This is an optimization exercise on Yosys and OpenROAD, whose aim is small area, a short achievable clock period and few clock cycles, not a production implementation.
The RTL was checked by simulation tests, not by an equivalence proof against the original design.
Power and IR drop assume default switching activity.

== run 1 ==
// cle_xu
module cle_xu (
    input  wire        clk,
    input  wire        rst,           
    input  wire        in_valid,
    output reg         in_ready,
    input  wire [5:0]  in_op,
    input  wire [2:0]  in_sub,
    input  wire [4:0]  in_qs,         
    input  wire [31:0] in_a,
    input  wire [31:0] in_b,
    input  wire [31:0] in_c,
    output reg         out_valid,
    output reg  [31:0] out_result,
    output reg  [3:0]  out_flags,     
    output reg         out_pred
);
Size: roughly 12000 cells after synthesis.
==> flow/config.mk <==
export PLATFORM = sky130hd
export DESIGN_NAME = cle_xu
export DESIGN_NICKNAME = cle_xu
export VERILOG_FILES = /design/flow/design.v
export SDC_FILE = /design/flow/constraint.sdc
export NUM_CORES = 4
export LEC_CHECK = 0
export ABC_AREA = 1
export CAP_MARGIN = 30
export CORE_MARGIN = 2
export CORE_UTILIZATION = 50
export CTS_BUF_LIST = sky130_fd_sc_hd__clkbuf_16 sky130_fd_sc_hd__clkbuf_8 sky130_fd_sc_hd__clkbuf_4
export SLEW_MARGIN = 30
==> flow/constraint.sdc <==
create_clock -name core_clock -period 32.0 [get_ports {clk}]
set_input_delay 6.4000 -clock core_clock [delete_from_list [all_inputs] [get_ports {clk}]]
set_output_delay 6.4000 -clock core_clock [all_outputs]
set_load 0.01 [all_outputs]
standard.sh (not shown) runs the stock make flow with config.mk's settings and CLKGATE_MAP_FILE= SYNTH_SCRIPT=/design/flow/synth_recipe.tcl, a recipe that flattens the netlist after the stock synthesis.
==> flow/flow/run.sh <==
#!/bin/bash
set -uo pipefail
export SETUP_SLACK_MARGIN=24.4
export BUFFER_PORTS_ARGS="-buffer_cell sky130_fd_sc_hd__buf_2"
bash standard.sh > standard_flow.log 2>&1
Testbench counts of run 1, summed over its fixed seeds: cycles 90,420.
Changes in run 2 relative to run 1:
Settings: a deleted ABC_AREA that had been 1; a deleted CTS_BUF_LIST that had been sky130_fd_sc_hd__clkbuf_16 sky130_fd_sc_hd__clkbuf_8 sky130_fd_sc_hd__clkbuf_4.
Results
- Run 2 was carried through to the last stage, and its layout satisfied the timing, design-rule and antenna checks.
- A critical path endpoint of dv_r[3] is what run 2 shows, while out_valid belongs to run 1.
- Per the comparison of run 2 with run 1, cts-stage hold buffer count shows no meaningful change; final worst-path cycle share picked up an extra 0.61 points; maximum clock rate down 2.5%; total length of routed met2 wires rose about 5%; critical path depth in cells now sits higher.
- Compared to run 1, run 2 has shortest period the worst path allows 0.19 ns higher.
- Compared run 2 vs run 1, and switching power summed over all nets is up in run 2.
- Fraction of the mapped netlist area in simple logic gates: lower on run 2
- Against run 1, run 2 comes in 3 higher on CTS buffer count.
Modified inputs, run 3 compared to run 2
Settings: PLACE_DENSITY now 0.65, previously not set; ABC_AREA now 1, previously not set; CORE_UTILIZATION now 55, was 50.
### Flow results
The run showing the smaller clock network fraction of design power is run 2. Async set or reset register ratio after synthesis came out exactly the same in run 3 and run 2. Measured against each other, run 3 and run 2 differ in final core area utilization, the lower figure coming from run 2. Compared with run 2, in run 3 total routed wirelength lost 12%, layout cell share with drive strength beyond 1 fell 5.6 points, power dropped 0.00053 W. | area added between synthesis and finish | lower: run 3 |. Between run 2 and run 3, the flow reports total instance count after detailed placement increasing by more than 10%. Between run 3 and run 2, the highest clock rate is higher for run 3. Run 3 ends up with lower area taken by flip-flops and latches than run 2 does. Note that the die area recorded for run 3 amounts to 0.901 times the value seen in run 2.
### run 3 -> run 4
Settings: CORE_UTILIZATION now 50, was 55; PLACE_DENSITY no longer set, was 0.65.
==> flow/flow/run.sh <==
#!/bin/bash
set -uo pipefail
export SETUP_SLACK_MARGIN=24.25
export BUFFER_PORTS_ARGS="-buffer_cell sky130_fd_sc_hd__buf_2"
bash standard.sh > standard_flow.log 2>&1
Findings:
The final layout from run 4, which completed every stage, passed the timing, design-rule and antenna checks at the end of the flow.
Run 4 vs run 3 — total power dropped 0.000043 W.
Post-layout utilization of the core down 5.3 points in run 4 wrt run 3
Per the comparison of run 4 with run 3, wire length went up by 10000 um, relative contribution of the clock network to total power went up by 0.4 points.
The area growth from synthesis to layout was comparable across run 4 and run 3.
out_valid as the worst setup path endpoint was reported by run 4, and in_ready by run 3.
Summary of the comparison: die boundary width is higher in run 4, relative to run 3.
Status: final non-filler cell area parity (run 3, run 4)
Die outline area (run 4 vs. run 3) increases by a little under 10%
Run 4 vs run 3 on largest stage delay on the critical path: run 4 is the higher one.
Run 4 vs run 3: combinational power down in run 4
What run 5 does differently from run 4 at the input level:
==> flow/flow/run.sh <==
#!/bin/bash
set -uo pipefail
export SETUP_SLACK_MARGIN=25
export BUFFER_PORTS_ARGS="-buffer_cell sky130_fd_sc_hd__buf_2"
bash standard.sh > standard_flow.log 2>&1
--- outcome ---
Looking at maximum frequency from static timing analysis across both flows, run 5 is the stronger of the two, with run 4 trailing.
First-pass detailed-route iteration total for run 5: 2 down relative to run 4
Re share of the final layout cell area in multi-input gates: run 4 and run 5 aren't equal, and the lower value belongs to run 5.
[run 5] met1 layer usage reported by global route rose 1.3 points relative to run 4
Run 5 -> run 4: TritonCTS sink count delta 0, exact match
Going from run 4 to run 5, the worst hold slack was found to have gone up by 0.021 ns.
Comparing the two runs side by side, run 5 comes out behind run 4 on total chip power.

-- port drivers added, routing unchanged --
Ports are ideal in the flow. The routed layouts listed here were re-timed in OpenROAD.
Step 1, drivers: a clkbuf_16 drives clk and a buf_2 each remaining input, both assumed.
Step 2 moves the port delays by t, midway between the first and last clock arrival at a register: inputs arrive t later, outputs are due t later. That takes back most of the time a late clock gives input paths.
Three values: no drivers, after step 1, after step 2; two values: the first two.
run	t (ns)	slack for setup (ns)	worst register clock-pin slew, ns
run 1	0.869	24.392 / 24.291 / 24.541	0.07 / 0.07
run 2	0.849	24.197 / 24.197 / 24.197	0.08 / 0.08
run 3	0.862	24.330 / 24.234 / 24.509	0.07 / 0.07
run 4	0.868	24.295 / 24.197 / 24.582	0.07 / 0.07
run 5	0.859	24.328 / 24.234 / 24.561	0.07 / 0.07
After both steps setup and hold are still met in every run listed.
